Source: an optimization exercise on an open RTL-to-GDS flow (aim: small area, a short achievable clock period and few clock cycles per item). Production flows keep margins and buffers that such runs may drop. RTL that was checked went through simulation tests only; none was proved equivalent to the original.

==> job 786 <==
==> flow/design.v <==
module brimet_divsqrt (
    input  wire        clk,
    input  wire        rst,
    input  wire        in_valid,
    output wire        in_ready,
    input  wire [7:0]  in_op,
    input  wire [31:0] in_a,
    input  wire [7:0]  in_aq,
    input  wire [31:0] in_b,
    input  wire [7:0]  in_bq,
    output reg         out_valid,
    output wire [31:0] out_val,
    output reg  [7:0]  out_q
);
    localparam [1:0] S_LOAD = 2'd0, S_RUN = 2'd1, S_FIN = 2'd2;
    reg  [1:0]  state;
    reg  [4:0]  cnt;
    reg  [25:0] W;       
    reg  [25:0] X;       
    reg  [25:0] Q;       
    reg  [9:0]  E;       
    reg         sq;      
    reg         ev;      
    reg         fa_ez, fa_eo, fb_ez, fb_eo, fb_mnz, f_sign, f_selb;
    wire run   = (state == S_RUN);
    wire fin   = (state == S_FIN);
    wire load  = (state == S_LOAD);
    wire first = (cnt == 5'd0);
    assign in_ready = fin;
    assign out_val  = {E[8:0], Q[22:0]};
    reg  [25:0] H;
    integer hk;
    always @* begin
        for (hk = 0; hk < 26; hk = hk + 1)
            H[hk] = sq && (ev ? (cnt == 25 - hk) : (hk <= 24 && cnt == 24 - hk));
    end
    wire [26:0] A  = {W, 1'b0};
    wire [27:0] D  = {1'b0, A} - {2'b00, X};
    wire        qb = ~D[27];
    wire [25:0] Wn = qb ? D[25:0] : A[25:0];
    wire [25:0] Xn = (X & ~H) | ({H[24:0], 1'b0} & {26{qb}}) | {1'b0, H[25:1]};
    wire [8:0] e_s  = {1'b0, E[7:0]} + {1'b0, ~Q[25:18]};           
    wire [9:0] e_div = {1'b0, e_s} - 10'd128;
    wire [9:0] e_sq  = {2'b00, E[7], ~E[7], E[6:1]};                  
    wire        late = ~Q[25];
    wire signed [9:0] te = E - {9'd0, late};
    wire        st  = (W != 26'd0);
    wire        inc = Q[0] & (st | Q[1]);
    wire [30:0] rs  = {te[7:0], Q[23:1]} + {30'd0, inc};
    wire        t_norm = (te >= 10'sd1);
    wire        t_up   = (te == 10'sd0) && (&Q[24:1]);
    wire        r_bad  = t_norm && ((te >= 10'sd255) || (rs[30:23] == 8'hFF));
    wire sp_bad  = sq ? (~fa_ez & (fa_eo | f_sign)) : (fa_eo | fb_ez | (fb_eo & fb_mnz));
    wire sp_zero = sq ? fa_ez : (fa_ez | (fb_eo & ~fb_mnz));
    wire bad     = sp_bad | (~sp_zero & r_bad);
    reg  [31:0] res;
    always @* begin
        if (bad)
            res = 32'h7FC0_0000;
        else if (sp_zero || !(t_norm || t_up))
            res = {f_sign, 31'd0};
        else if (t_norm)
            res = {f_sign, rs};
        else
            res = {f_sign, 8'd1, 23'd0};
    end
    wire [1:0] ca = {in_aq[7] & in_aq[6], in_aq[6]};
    wire [1:0] cb = {in_bq[7] & in_bq[6], in_bq[6]};
    always @(posedge clk) begin
        fa_ez  <= (in_a[30:23] == 8'h00);
        fa_eo  <= (in_a[30:23] == 8'hFF);
        fb_ez  <= (in_b[30:23] == 8'h00);
        fb_eo  <= (in_b[30:23] == 8'hFF);
        fb_mnz <= (in_b[22:0] != 23'd0);
        f_sign <= in_a[31] ^ (in_b[31] & ~in_op[0]);
        f_selb <= ~in_op[0] & (cb < ca);
        if (!load)
            out_q <= bad ? 8'h03 : (f_selb ? in_bq : in_aq);
    end
    always @(posedge clk) begin
        if (rst) begin
            state     <= S_LOAD;
            out_valid <= 1'b0;
        end else begin
            out_valid <= fin & in_valid;
            case (state)
                S_LOAD: if (in_valid) state <= S_RUN;
                S_RUN:  if (cnt == 5'd25 || (cnt == 5'd24 && Q[23])) state <= S_FIN;
                default: state <= S_LOAD;
            endcase
        end
    end
    always @(posedge clk) begin
        cnt <= run ? cnt + 5'd1 : 5'd0;
        W   <= load ? {2'b00, 1'b1, in_a[22:0]} : Wn;
        X   <= load ? {in_op[0] & ~in_a[23], ~(in_op[0] & ~in_a[23]),
                       in_b[22:0] & {23{~in_op[0]}}, 1'b0}
                    : Xn;
        if (load) begin
            sq <= in_op[0];
            ev <= in_op[0] & ~in_a[23];
            Q  <= {in_b[30:23], 17'd0, 1'b1};
            E  <= {2'b00, in_a[30:23]};
        end else if (fin) begin
            Q[22:0] <= res[22:0];
            E[8:0]  <= res[31:23];
        end else begin
            Q <= {Q[24:0], qb};
            if (first)
                E <= sq ? e_sq : e_div;
        end
    end
endmodule
==> flow/run.sh <==
#!/bin/bash
# synth_recipe.tcl (not shown) runs the flow's synth.tcl, then flattens the netlist and writes it again
# the make line also repeats each setting of config.mk as NAME=value (left out here)
make -C /OpenROAD-flow-scripts/flow DESIGN_CONFIG=/design/flow/config.mk WORK_HOME=/design/flow/orfs CLKGATE_MAP_FILE= SYNTH_SCRIPT=/design/flow/synth_recipe.tcl finish
==> flow/config.mk <==
export PLATFORM = sky130hd
export DESIGN_NAME = brimet_divsqrt
export DESIGN_NICKNAME = brimet_divsqrt
export VERILOG_FILES = /design/flow/design.v
export SDC_FILE = /design/flow/constraint.sdc
export NUM_CORES = 4
export LEC_CHECK = 0
export ABC_CLOCK_PERIOD_IN_PS = 3000
export CAP_MARGIN = 20
export CORE_MARGIN = 2
export CORE_UTILIZATION = 40
export SLEW_MARGIN = 20
==> flow/constraint.sdc <==
create_clock -name core_clock -period 15.0 [get_ports {clk}]
set_input_delay 3.0000 -clock core_clock [delete_from_list [all_inputs] [get_ports {clk}]]
set_output_delay 3.0000 -clock core_clock [all_outputs]
set_load 0.01 [all_outputs]
==> job 1063 (differences from job 786) <==
==> flow/design.v (replaced) <==
module brimet_divsqrt #(
    parameter integer K = 3                  
) (
    input  wire        clk,
    input  wire        rst,
    input  wire        in_valid,
    output wire        in_ready,
    input  wire [7:0]  in_op,
    input  wire [31:0] in_a,
    input  wire [7:0]  in_aq,
    input  wire [31:0] in_b,
    input  wire [7:0]  in_bq,
    output reg         out_valid,
    output wire [31:0] out_val,
    output reg  [7:0]  out_q
);
    localparam integer NC = (26 + K - 1) / K;    
    localparam integer NQ = NC * K;              
    localparam integer CW = 4;
    localparam [1:0] S_LOAD = 2'd0, S_RUN = 2'd1, S_FIN = 2'd2;
    reg  [1:0]    state;
    reg  [CW-1:0] cnt;
    reg  [25:0]   W;       
    reg  [25:0]   X;       
    reg  [NQ-1:0] Q;       
    reg  [9:0]    E;       
    reg           sq;      
    reg           ev;      
    reg           fa_ez, fa_eo, fb_ez, fb_eo, fb_mnz, f_sign, f_selb;
    wire run   = (state == S_RUN);
    wire fin   = (state == S_FIN);
    wire load  = (state == S_LOAD);
    wire first = run && (cnt == {CW{1'b0}});
    assign in_ready = fin;
    assign out_val  = {E[8:0], Q[22:0]};
    wire [5:0]  p0 = 6'd24 + {5'd0, ev} - K * cnt;
    wire [25:0] H  = sq ? (26'd1 << p0) : 26'd0;
    wire [26:0] Hw = {1'b0, H};
    reg  [25:0]   R   [0:K];
    reg  [K-1:0]  qb;
    reg  [26:0]   A, T, U;
    reg  [27:0]   D;
    reg  [25:0]   Xn;
    integer s, i;
    always @* begin
        R[0] = W;
        U = {1'b0, X & ~H};                
        for (s = 0; s < K; s = s + 1) begin
            A = {R[s], 1'b0};
            T = U | (Hw >> s);
            D = {1'b0, A} - {1'b0, T};
            qb[K-1-s] = ~D[27];
            R[s+1] = D[27] ? A[25:0] : D[25:0];
            U = U | ({27{~D[27]}} & ({Hw[25:0], 1'b0} >> s));
        end
        Xn = U[25:0] | (H >> K);
    end
    wire [9:0] e_div = {2'b00, E[7:0]} - {2'b00, Q[NQ-1 -: 8]} + 10'd127;
    wire [9:0] e_sq_sum = {2'b00, E[7:0]} + 10'd127 + {9'd0, ~E[0]};
    wire [9:0] e_sq  = {1'b0, e_sq_sum[9:1]};
    wire         q0 = Q[NQ-1];
    wire [NQ:0]  Qs = q0 ? {Q, 1'b0} : {Q[NQ-2:0], 2'b00};
    wire [25:0]  nv = Qs[NQ -: 26];
    wire         st = (W != 26'd0) | ((NQ > 26) ? (|Qs[NQ-26:0]) : 1'b0);
    wire signed [9:0] te = q0 ? E : E - 10'd1;
    wire [23:0]  m24 = nv[25:2];
    wire         i24 = nv[1] & (nv[0] | st | m24[0]);
    wire [24:0]  r25 = {1'b0, m24} + {24'd0, i24};
    wire signed [9:0] fe = te + {9'd0, r25[24]};
    wire         t_norm = (te >= 10'sd1);
    wire         t_up   = (te == 10'sd0) && (&m24);
    wire         r_bad  = t_norm && (fe >= 10'sd255);
    wire sp_bad  = sq ? (~fa_ez & (fa_eo | f_sign)) : (fa_eo | fb_ez | (fb_eo & fb_mnz));
    wire sp_zero = sq ? fa_ez : (fa_ez | (fb_eo & ~fb_mnz));
    wire bad     = sp_bad | (~sp_zero & r_bad);
    reg  [31:0] res;
    always @* begin
        if (bad)
            res = 32'h7FC0_0000;
        else if (sp_zero || !(t_norm || t_up))
            res = {f_sign, 31'd0};
        else if (t_norm)
            res = {f_sign, fe[7:0], r25[22:0]};
        else
            res = {f_sign, 8'd1, 23'd0};
    end
    wire [1:0] ca = {in_aq[7] & in_aq[6], in_aq[6]};
    wire [1:0] cb = {in_bq[7] & in_bq[6], in_bq[6]};
    always @(posedge clk) begin
        fa_ez  <= (in_a[30:23] == 8'h00);
        fa_eo  <= (in_a[30:23] == 8'hFF);
        fb_ez  <= (in_b[30:23] == 8'h00);
        fb_eo  <= (in_b[30:23] == 8'hFF);
        fb_mnz <= (in_b[22:0] != 23'd0);
        f_sign <= in_a[31] ^ (in_b[31] & ~in_op[0]);
        f_selb <= ~in_op[0] & (cb < ca);
        if (!load)
            out_q <= bad ? 8'h03 : (f_selb ? in_bq : in_aq);
    end
    always @(posedge clk) begin
        if (rst) begin
            state     <= S_LOAD;
            out_valid <= 1'b0;
        end else begin
            out_valid <= fin & in_valid;
            case (state)
                S_LOAD: if (in_valid) state <= S_RUN;
                S_RUN:  if (cnt == NC - 1) state <= S_FIN;
                default: state <= S_LOAD;
            endcase
        end
    end
    always @(posedge clk) begin
        cnt <= run ? cnt + {{(CW-1){1'b0}}, 1'b1} : {CW{1'b0}};
        if (load) begin
            sq <= in_op[0];
            ev <= in_op[0] & ~in_a[23];
            W  <= {2'b00, 1'b1, in_a[22:0]};
            X  <= {in_op[0] & ~in_a[23], ~(in_op[0] & ~in_a[23]), in_b[22:0] & {23{~in_op[0]}}, 1'b0};
            Q  <= {in_b[30:23], {(NQ-8){1'b0}}};
            E  <= {2'b00, in_a[30:23]};
        end else if (fin) begin
            Q[22:0] <= res[22:0];
            E[8:0]  <= res[31:23];
        end else begin
            W <= R[K];
            X <= Xn;
            Q <= {Q[NQ-K-1:0], qb};
            if (first)
                E <= sq ? e_sq : e_div;
        end
    end
endmodule
ABC_CLOCK_PERIOD_IN_PS = not set   (was 3000)
==> comparison table <==
metric                                                                          job 786                 job 1063
Most instantiated library cell after synthesis                 sky130_fd_sc_hd__nand2_1  sky130_fd_sc_hd__nor2_1
Height of the die                                                                145 um                   185 um
Routability congestion estimate                                                   0.908                    0.977
Die W                                                                            145 um                   185 um
Start of the worst register-to-register path                                       E[4]                   cnt[0]
Area share of buffers outside the clock network                                   0.134                   0.0918
Maximum number of pins on one net before global-route repair                         93                       60
Maximum achievable frequency                                                    197 MHz                 73.4 MHz
Share of Yosys cell area claimed by the top area cell type                        0.233                    0.161
WP depth                                                                              3                       46
Status                                                         timing/DRC/antenna clean  timing/DRC/antenna clean
Placeable core region                                                        19500 um^2               32400 um^2
Post-synthesis share of cell area spent on xor and xnor gates                    0.0675                   0.0791
Count of cells along the worst register-to-register path                             10                       46
Setup slack after placement                                                    10.39 ns                  1.80 ns
Count of fill cells added during filler insertion                                  1884                     3267
Met2 routing resource usage after global routing                                  0.361                    0.432
Testbench counts of job 1063, summed over its fixed seeds: cycles 88,000, ops 8,000.
No functional check of the RTL was part of job 786.

-- what the ideal ports hide --
The results above use ideal ports. As a check the final layouts listed here were re-extracted and re-timed, cells and wires unchanged. Step 1, drivers: a clkbuf_16 drives clk and a buf_2 each remaining input, both assumed. Step 2 also shifts input and output timing later by t, the mid clock arrival at the registers, as if the neighbouring blocks saw the same clock. Slacks: ideal / step 1 / step 2; pairs: ideal / step 1.
run	shift t [ns]	setup WS [ns]	clock arrival spread, ns	worst data-port slew with drivers (ns)	pins driven straight from the clock port
job 786	0.465	9.927 / 9.885 / 10.350	0.011 / 0.010	0.07	1
job 1063	0.478	1.370 / 1.370 / 1.370	0.014 / 0.014	0.08	1
After both steps setup and hold are still met in every run listed.
